From an optimization exercise on the open Yosys and OpenROAD flow, aimed at small area, a short achievable clock period and few clock cycles per item; shortcuts taken in it are not production practice. Function was checked by simulation only, so behaviour that the tests miss may differ from the original. Power and IR drop assume default switching activity.

==> run H: inputs <==
Design bch_dec, start of the top module:
module bch_dec (
    input  wire        clk,
    input  wire        rst,
    input  wire        in_valid,
    output wire        in_ready,
    input  wire [63:0] in_data,
    output reg         out_valid,
    output wire        out_fail,       
    output wire [1:0]  out_nerr,       
    output wire [10:0] out_pos0,       
    output wire [10:0] out_pos1,
    output wire [10:0] out_pos2
);
clock: 10.0 ns
lec_check: 0
cap_margin: 20
core_margin: 2
core_utilization: 60
cts_buf_list: sky130_fd_sc_hd__clkbuf_8
slew_margin: 20
run.sh (not shown) runs the stock make flow with config.mk's settings and CLKGATE_MAP_FILE= SYNTH_SCRIPT=/design/flow/synth_recipe.tcl, a recipe that flattens the netlist after the stock synthesis.
==> run F (differences from run H) <==
--- a/flow/design.v
+++ b/flow/design.v
@@ -532,59 +532,52 @@
             if (take_r) begin
                 acc1 <= last_r ? 11'd0 : syn_out[10:0];
                 acc3 <= last_r ? 11'd0 : syn_out[21:11];
                 acc5 <= last_r ? 11'd0 : syn_out[32:22];
             end
         end
     end
-    reg [10:0] b_s1, b_s3, b_s5, b_r1, b_d, b_x, b_a, b_p;
+    reg [10:0] b_s1, b_s3, b_s5, b_r1, b_d, b_x, b_a;
+    wire [10:0] b_t = b_s3;            
     reg        b_allz, b_case2, b_dz, b_trk;
     wire       c_busy;
     wire [4:0] d_cnt;
     assign     b_pass = b_busy && b_st[16] && !c_busy && (d_cnt >= 5'd6);
     wire [4:0]  b_cn = b_load ? 5'd0 : b_st[16] ? b_cnt : b_cnt + 5'd1;
     wire [16:0] b_nx = 17'd1 << b_cn;
     wire b_c2 = b_case2, b_c3 = !b_case2;
-    reg [6:0] b_sa;                    
+    reg [7:0] b_sa;                    
     reg [8:0] b_sb;                    
     always @(posedge clk) begin
-        b_sa <= {b_nx[10] | b_nx[15],                                      
-                 b_nx[8],                                                  
-                 b_nx[6],                                                  
-                 b_nx[2] | b_nx[4] | (b_nx[11] & b_c2),                    
-                 b_nx[13] & b_c3,                                          
-                 b_nx[1] | b_nx[7] | (b_nx[11] & b_c3) | b_nx[12] | b_nx[14],  
-                 b_nx[0] | b_nx[3] | (b_nx[13] & b_c2)};                   
-        b_sb <= {b_nx[14],                                                 
-                 b_nx[13] & b_c3,                                          
-                 b_nx[12],                                                 
-                 b_nx[2] | b_nx[10],                                       
-                 b_nx[8] | b_nx[11],                                       
-                 b_nx[7],                                                  
-                 b_nx[6] | (b_nx[13] & b_c2),                              
-                 b_nx[3] | b_nx[4] | b_nx[15],                             
-                 b_nx[0] | b_nx[1]};                                       
+        b_sa <= {b_nx[12] | (b_nx[13] & b_c3) | b_nx[14],
+                 b_nx[7] | b_nx[10] | (b_nx[11] & b_c3) | b_nx[15],
+                 b_nx[8], b_nx[6], b_nx[4] | (b_nx[11] & b_c2),
+                 b_nx[2], b_nx[1], b_nx[0] | b_nx[3] | (b_nx[13] & b_c2)};
+        b_sb <= {b_nx[14], b_nx[12], b_nx[10], b_nx[8] | b_nx[11] | (b_nx[13] & b_c3),
+                 b_nx[7], b_nx[6] | (b_nx[13] & b_c2), b_nx[3] | b_nx[4] | b_nx[15],
+                 b_nx[2], b_nx[0] | b_nx[1]};
     end
     wire [10:0] b_ma =
         ({11{b_sa[0]}} & b_s1) |
-        ({11{b_sa[1]}} & b_p) |
+        ({11{b_sa[1]}} & b_r1) |
         ({11{b_sa[2]}} & b_s3) |
         ({11{b_sa[3]}} & b_d) |
         ({11{b_sa[4]}} & f_sq1(b_x)) |
         ({11{b_sa[5]}} & b_x) |
-        ({11{b_sa[6]}} & b_a);
+        ({11{b_sa[6]}} & b_a) |
+        ({11{b_sa[7]}} & b_t);
     wire [10:0] b_mb =
         ({11{b_sb[0]}} & f_sq1(b_s1)) |
-        ({11{b_sb[1]}} & b_s5) |
-        ({11{b_sb[2]}} & b_x) |
-        ({11{b_sb[3]}} & f_sq2(b_p)) |
-        ({11{b_sb[4]}} & f_sq1(b_p)) |
-        ({11{b_sb[5]}} & b_s3) |
-        ({11{b_sb[6]}} & f_sq2(b_d)) |
-        ({11{b_sb[7]}} & f_sq1(b_a)) |
+        ({11{b_sb[1]}} & b_d) |
+        ({11{b_sb[2]}} & b_s5) |
+        ({11{b_sb[3]}} & b_x) |
+        ({11{b_sb[4]}} & f_sq2(b_a)) |
+        ({11{b_sb[5]}} & f_sq1(b_a)) |
+        ({11{b_sb[6]}} & b_t) |
+        ({11{b_sb[7]}} & f_sq2(b_d)) |
         ({11{b_sb[8]}} & f_sq2(b_s5));
     wire [10:0] b_m = gf_mul(b_ma, b_mb);
     always @(posedge clk) begin
         if (rst) begin
             b_busy <= 1'b0;
         end else if (b_load) begin
             b_busy <= 1'b1;
@@ -597,27 +590,28 @@
             b_cnt <= b_cn;
         end
         if (b_load) begin
             b_s1 <= syn_out[10:0];
             b_s3 <= syn_out[21:11];
             b_s5 <= syn_out[32:22];
         end
-        if (!b_st[16]) b_p <= b_m;
-        if (b_st[0])  b_allz <= (b_s1 == 11'd0) && (b_s3 == 11'd0) && (b_s5 == 11'd0);
-        if (b_st[1])  begin b_r1 <= b_p; b_d <= b_p ^ b_s3; end
-        if (b_st[2])  b_s5 <= b_p ^ b_s5;
-        if (b_st[3])  begin b_s3 <= b_p; b_dz <= (b_d == 11'd0); end
-        if (b_st[4])  b_case2 <= (b_p == b_s3);
-        if (b_st[5])  b_x <= b_case2 ? b_r1 : b_p;
-        if (b_st[9])  begin b_s3 <= f_sq5(b_p); b_a <= b_p; end
-        if (b_st[11]) b_a <= b_p;
-        if (b_st[12]) begin b_s3 <= b_p; b_trk <= tr(b_p); if (b_c2) b_x <= f_ht(b_p); end
-        if (b_st[13] & b_c3) b_r1 <= b_p;
-        if (b_st[14]) b_r1 <= b_dz ? b_s1 : b_c2 ? b_p : b_r1;
-        if (b_st[15]) b_x <= b_p;
+        if (b_st[0])  begin b_r1 <= b_m; b_allz <= (b_s1 == 11'd0) && (b_s3 == 11'd0) && (b_s5 == 11'd0); end
+        if (b_st[1])  begin b_s5 <= b_m ^ b_s5; b_d <= b_r1 ^ b_s3; end
+        if (b_st[2] | b_st[11] | (b_st[13] & b_c3)) b_s3 <= b_m;
+        if (b_st[9])  b_s3 <= f_sq5(b_a);
+        if (b_st[3] | b_st[14]) b_x <= b_m;
+        if (b_st[3])  b_dz <= (b_d == 11'd0);
+        if (b_st[4])  b_case2 <= (b_x == b_t);
+        if (b_st[4] | b_st[6] | b_st[7] | b_st[8] | b_st[10]) b_a <= b_m;
+        if (b_st[5])  b_x <= b_case2 ? b_r1 : b_a;
+        if (b_st[12] & b_c3) b_r1 <= b_m;
+        if (b_st[12] & b_c2) b_x  <= f_ht(b_t);
+        if (b_st[12]) b_trk <= tr(b_t);
+        if (b_st[13]) b_r1 <= b_dz ? b_s1 : b_c2 ? b_m : b_r1;
+        if (b_st[15]) b_d <= b_m;
     end
     reg        c_bsy;
     reg [3:0]  c_cnt;                  
     wire [12:0] c_st = 13'd1 << c_cnt;
     reg [10:0] c_s1, c_c, c_ic, c_sp, c_za, c_zb;
     reg [1:0]  c_n;
     reg        c_fail, c_ok;
@@ -667,46 +661,49 @@
             c_n    <= b_allz ? 2'd0 : b_dz ? 2'd1 : b_case2 ? 2'd2 : 2'd3;
             c_fail <= !b_allz && (b_dz ? !(b_s5 == 11'd0 && b_s1 != 11'd0) :
                                   b_case2 ? b_trk : (b_s5 == 11'd0 || !tr(b_x)));
             c_c  <= b_r1;
             c_ic <= b_k3 ? b_x : b_r1 ^ b_s1;
             c_za <= b_r1;
             c_zb <= f_sq1(b_r1);
-            c_sp <= b_p;
+            c_sp <= b_d;
         end
         if (c_up) begin c_za <= c_m ^ c_c; c_zb <= f_sq1(c_zb); end
         if (c_dn) begin c_za <= f_sq1(c_za); c_zb <= c_m ^ c_c; end
         if (c_st[7]) begin c_zb <= c_m; c_ok <= (c_zb == f_sq2(c_za)); end
         if (c_st[8] & c_k3)  c_c  <= f_htsq(c_zb);
         if (c_st[9])  c_zb <= c_m;
         if (c_st[10] & c_k3) c_c  <= c_m ^ c_s1;
         if (c_st[11] & c_k3) begin c_ic <= c_m ^ c_s1; c_s1 <= c_m ^ c_c; end
     end
     reg        d_bsy;
     reg [4:0]  d_cn_r;                 
     assign     d_cnt = d_cn_r;
     wire [16:0] d_st = 17'd1 << d_cnt;
-    reg [10:0] d_xr, d_x64, d_e5, d_e69, d_t69;
+    reg [10:0] d_x64, d_e5, d_e69;
     wire [10:0] d_e534 = d_e5;         
     reg [1:0]  d_n;
     reg        d_fail;
     reg [4:0]  d_a, d_b15, d_k;
     reg [6:0]  d_b;
     reg [11:0] d_kk;
     reg [10:0] d_q0, d_q1, d_q2;
     assign     d_busy = d_bsy;
     wire [4:0]  d_cn = c_pass ? 5'd0 : (d_cnt == 5'd17) ? d_cnt : d_cnt + 5'd1;
     wire [16:0] d_nx = 17'd1 << d_cn;
-    reg d_p0, d_p1, d_p2;              
+    reg d_g0, d_g1, d_g2, d_p1, d_p2;  
+    wire d_p0 = d_g0 | d_g1 | d_g2;
     always @(posedge clk) begin
-        d_p0 <= d_nx[0] | d_nx[3] | d_nx[6];
+        d_g0 <= d_nx[0];
+        d_g1 <= d_nx[3];
+        d_g2 <= d_nx[6];
         d_p1 <= d_nx[1] | d_nx[4] | d_nx[7];
         d_p2 <= d_nx[2] | d_nx[5] | d_nx[8];
     end
-    wire [10:0] d_x  = d_xr;
+    wire [10:0] d_x  = ({11{d_g0}} & c_c) | ({11{d_g1}} & c_ic) | ({11{d_g2}} & c_s1);
     wire [10:0] d_ma = ({11{d_p0}} & d_x) | ({11{d_p1 | d_p2}} & d_e5);
     wire [10:0] d_mb = ({11{d_p0}} & f_sq2(d_x)) | ({11{d_p1}} & d_x64) |
                        ({11{d_p2}} & f_sq9(d_e69));
     wire [10:0] d_m = gf_mul(d_ma, d_mb);
     wire d_tab = d_st[3] | d_st[6] | d_st[9];
     wire d_key_st = d_st[6] | d_st[9] | d_st[12];
     wire [5:0]  d_kd  = {1'b0, d_a} - {1'b0, d_b15};
@@ -734,20 +731,17 @@
         if (c_pass) begin
             d_n    <= c_n;
             d_fail <= c_fail || (c_k3 && !c_ok);
         end else if (d_key_st && d_use && !d_ok) begin
             d_fail <= 1'b1;
         end
         if (d_p0) begin d_e5 <= d_m; d_x64 <= f_sq6(d_x); end
-        if (c_pass)        d_xr <= c_c;
-        else if (d_st[2])  d_xr <= c_ic;
-        else if (d_st[5])  d_xr <= c_s1;
         if (d_p1) d_e69 <= d_m;
-        if (d_p2) begin d_e5 <= d_m; d_t69 <= d_e69; end
-        if (d_tab) {d_b15, d_b} <= f_t89(d_t69[10:1]);    
+        if (d_p2) d_e5 <= d_m;
+        if (d_tab) {d_b15, d_b} <= f_t89(d_e69[10:1]);
         d_a  <= f_t23(d_e534);
         d_k  <= d_kn;
         d_kk <= 12'd1279 - {7'd0, d_k} * 12'd89;
         if (d_key_st) begin d_q2 <= d_key; d_q1 <= d_q2; d_q0 <= d_q1; end
         if ((d_st[13] | d_st[15]) && d_sw01) begin d_q0 <= d_q1; d_q1 <= d_q0; end
         if (d_st[14] && d_sw12) begin d_q1 <= d_q2; d_q2 <= d_q1; end
         if (d_st[16]) begin
Settings changed: CTS_BUF_LIST sky130_fd_sc_hd__clkbuf_8 to default.
==> notes.md <==
- Against run F, the non-clock buffer count of run H is higher by 2.
- In run H the cell count is higher than in run F, by about 1.7%.
- Between run F and run H, the lower routed wire length is in run F (gap about 1.2%, measured against run H).
- Setup slack: run F is lower than run H (0.55 ns).
- Of run H and run F, run H has the higher via count (gap about 1.4%, measured against run F).
==> figures <==
| metric | run H | run F |
|---|---|---|
| Final core utilization | 65.5% | 65.4% |
| Slowest cell on the critical path | sky130_fd_sc_hd__nor4bb_2 | sky130_fd_sc_hd__xnor2_1 |
| Clock latency reported for the late side of the worst-skew pair | 0.68 ns | 0.62 ns |
| Total global routing track utilization | 39.6% | 39.6% |
| Switching power as a share of total power | 37.8% | 40.1% |
| H-tree depth | 3 | 2 |
| Fraction of area in multi-input gates | 58.6% | 60.3% |
| Outcome | finished clean | finished clean |
| CP max stage delay | 0.83 ns | 0.90 ns |
| Xor/xnor share of the synthesized area | 28.8% | 29.9% |
| Initial drt markers | 4,279 | 4,636 |
| Worst rel slew slack | 19.6% | 20.4% |
Testbench counts of run H, summed over its fixed seeds: cycles 9,992, rows 480.
Testbench counts of run F, summed over its fixed seeds: cycles 9,992, rows 480.

## re-timing with driven ports
How much do the figures lean on ideal ports? The routed layouts below were timed once more, with nothing changed but the port constraints. Step 1, drivers: a clkbuf_16 drives clk and a buf_2 each remaining input, both assumed. Step 2, shift: input delay + t, output delay - t, t = (earliest + latest rising clock arrival at the registers) / 2. This alone moves slack from input paths to output paths. Three values: ideal, step 1, step 2; two values: the first two.
run	t, ns	slack for setup (ns)	latest minus earliest clock arrival (ns)	worst register clock-pin slew, ns	cell pins on the clock port's net
run H	0.716	5.954 / 5.954 / 5.954	0.048 / 0.047	0.07 / 0.07	1
run F	0.669	5.407 / 5.407 / 5.407	0.036 / 0.036	0.07 / 0.07	1
After both steps setup and hold are still met in every run listed.
